What follows belongs to an exercise in optimizing a design on an open flow for small area and few clock cycles per item; a production flow would make more cautious choices.

==> flow/design.v <==
module lens_recip (
    input  wire        clk,
    input  wire        rst,
    input  wire        start,
    input  wire [31:0] d,
    output wire        ready,
    output reg         done,
    output wire [31:0] q
);
    localparam K  = 3;
    localparam N  = (16 + K - 1) / K;
    localparam E  = N * K - 16;           
    localparam CW = (N > 1) ? $clog2(N) : 1;
    localparam W  = 35;                    
    reg          busy;
    reg [CW-1:0] cnt;
    reg [30:0]   div;                      
    reg [2:0]    sh;                       
    reg [W-1:0]  rs, rc;                   
    reg [31:0]   qq;                       
    wire last  = (cnt == N - 1);
    wire first = (cnt == 0);
    assign ready = ~busy | last;
    wire take = start & ready;
    wire [2:0] s_in = d[31] ? 3'd0 : d[30] ? 3'd1 : d[29] ? 3'd2 :
                      d[28] ? 3'd3 : d[27] ? 3'd4 : d[26] ? 3'd5 : 3'd6;
    wire [31:0] dn_in = d << s_in;
    reg [31:0] qm1;
    reg        bz;
    integer j;
    always @* begin
        bz = 1'b1;
        for (j = 0; j < 32; j = j + 1) begin
            qm1[j] = qq[j] ^ bz;
            bz = bz & ~qq[j];
        end
    end
    wire [W-1:0] rfin = rs + rc;
    assign q = rfin[W-1] ? qm1 : qq;
    function [2:0] sel;                    
        input signed [6:0] y;
        input        [2:0] dt;
        reg signed [6:0] tm1, t0, t1, t2;
        begin
            case (dt)
                3'd0: begin tm1 = -13; t0 = -4; t1 = 4; t2 = 12; end
                3'd1: begin tm1 = -15; t0 = -6; t1 = 4; t2 = 14; end
                3'd2: begin tm1 = -16; t0 = -6; t1 = 4; t2 = 15; end
                3'd3: begin tm1 = -18; t0 = -6; t1 = 4; t2 = 16; end
                3'd4: begin tm1 = -20; t0 = -6; t1 = 6; t2 = 18; end
                3'd5: begin tm1 = -21; t0 = -6; t1 = 6; t2 = 20; end
                3'd6: begin tm1 = -22; t0 = -6; t1 = 6; t2 = 20; end
                default: begin tm1 = -24; t0 = -8; t1 = 6; t2 = 24; end
            endcase
            if (y < tm1)     sel = 3'b010;    
            else if (y < t0) sel = 3'b001;    
            else if (y < t1) sel = 3'b000;    
            else if (y < t2) sel = 3'b101;    
            else             sel = 3'b110;    
        end
    endfunction
    wire [W-1:0] dv = {3'b001, div};
    reg [W-1:0] s [0:K];
    reg [W-1:0] c [0:K];
    reg [2*K-1:0] vp, vm;                  
    reg [K-1:0]   nz;
    reg [W-1:0] o, x, s4, c4;
    reg [6:0]   y;
    reg [2:0]   g;
    integer i;
    always @* begin
        s[0] = first ? ({{(W-1){1'b0}}, 1'b1} << (24 - 2 * E + sh)) : rs;
        c[0] = first ? {W{1'b0}} : rc;
        for (i = 0; i < K; i = i + 1) begin
            s4 = {s[i][W-3:0], 2'b00};
            c4 = {c[i][W-3:0], 2'b00};
            y  = s4[W-1:W-7] + c4[W-1:W-7];
            g  = sel(y, div[30:28]);
            x  = g[1] ? {dv[W-2:0], 1'b0} : g[0] ? dv : {W{1'b0}};
            o  = g[2] ? ~x : x;
            s[i+1] = s4 ^ c4 ^ o;
            c[i+1] = {((s4[W-2:0] & c4[W-2:0]) | (s4[W-2:0] & o[W-2:0]) |
                       (c4[W-2:0] & o[W-2:0])), g[2]};
            vp[2*(K-1-i) +: 2] = g[2] ? g[1:0] : 2'b00;
            vm[2*(K-1-i) +: 2] = g[2] ? 2'b00 : g[1:0];
        end
    end
    reg vneg;
    integer m;
    always @* begin
        vneg = 1'b0;
        for (m = 0; m < K; m = m + 1)
            vneg = (vm[2*m +: 2] != 2'b00) | ((vp[2*m +: 2] == 2'b00) & vneg);
    end
    wire [2*K-1:0] vlo  = vp - vm;
    wire [31:0]    qsel = vneg ? qm1 : qq;
    wire [31:0]    qnx;
    generate
        if (2 * K < 32) begin : g_q
            assign qnx = {qsel[31-2*K:0], vlo};
        end else begin : g_q
            assign qnx = vlo[31:0];
        end
    endgenerate
    always @(posedge clk) begin
        rs <= s[K];
        rc <= c[K];
        qq <= qnx;
        if (take) begin
            div <= dn_in[30:0];
            sh  <= s_in;
        end
        if (rst) begin
            busy <= 1'b0;
            done <= 1'b0;
            cnt  <= 0;
        end else begin
            done <= busy & last;
            if (take) begin
                busy <= 1'b1;
                cnt  <= 0;
            end else if (busy) begin
                cnt  <= cnt + 1'b1;
                if (last) busy <= 1'b0;
            end
        end
    end
endmodule
clock: 10.0 ns
lec_check: 0
abc_area: 1
cap_margin: 20
core_margin: 2
core_utilization: 40
slew_margin: 20
run.sh (not shown) runs the stock make flow with config.mk's settings and CLKGATE_MAP_FILE= SYNTH_SCRIPT=/design/flow/synth_recipe.tcl, a recipe that flattens the netlist after the stock synthesis.
The baseline ran to the end with no violations.
Change:
--- a/flow/design.v
+++ b/flow/design.v
@@ -7,7 +7,7 @@
     output reg         done,
     output wire [31:0] q
 );
-    localparam K  = 3;
+    localparam K  = 4;
     localparam N  = (16 + K - 1) / K;
     localparam E  = N * K - 16;           
     localparam CW = (N > 1) ? $clog2(N) : 1;
With this change the flow completed, yet does not pass: setup timing; critical path depth climbs by 13; non-clock buffer count climbs by 156; cell area climbs by 22%; fmax drops by 21%; worst setup slack degrades by 2.6 ns; via count climbs by 9.2%; count of clock-buffer cells in the layout stays the same; area after synthesis climbs by 7.9%; routed wire length climbs by 20%.
Function was not checked in any run of this note: the RTL went through the layout flow alone.

## afterwards: timing with drivers on the ports
Ports are ideal in the flow. The routed layouts listed here were re-timed in OpenROAD.
Step 1: set_driving_cell puts a clkbuf_16 on clk and a buf_2 on each other input, an assumption about the parent block.
Step 2 also shifts input and output timing later by t, the mid clock arrival at the registers, as if the neighbouring blocks saw the same clock.
Slacks: no drivers / after step 1 / after step 2; pairs: no drivers / after step 1.
run | shift t [ns] | setup slack, ns | worst setup path after step 2 | slew at the worst register clock pin (ns)
the first run | 0.474 | 0.371 / 0.371 / 0.371 | register to register | 0.07 / 0.07
the second run | 0.481 | -2.259 / -2.259 / -2.259 | register to register | 0.07 / 0.07
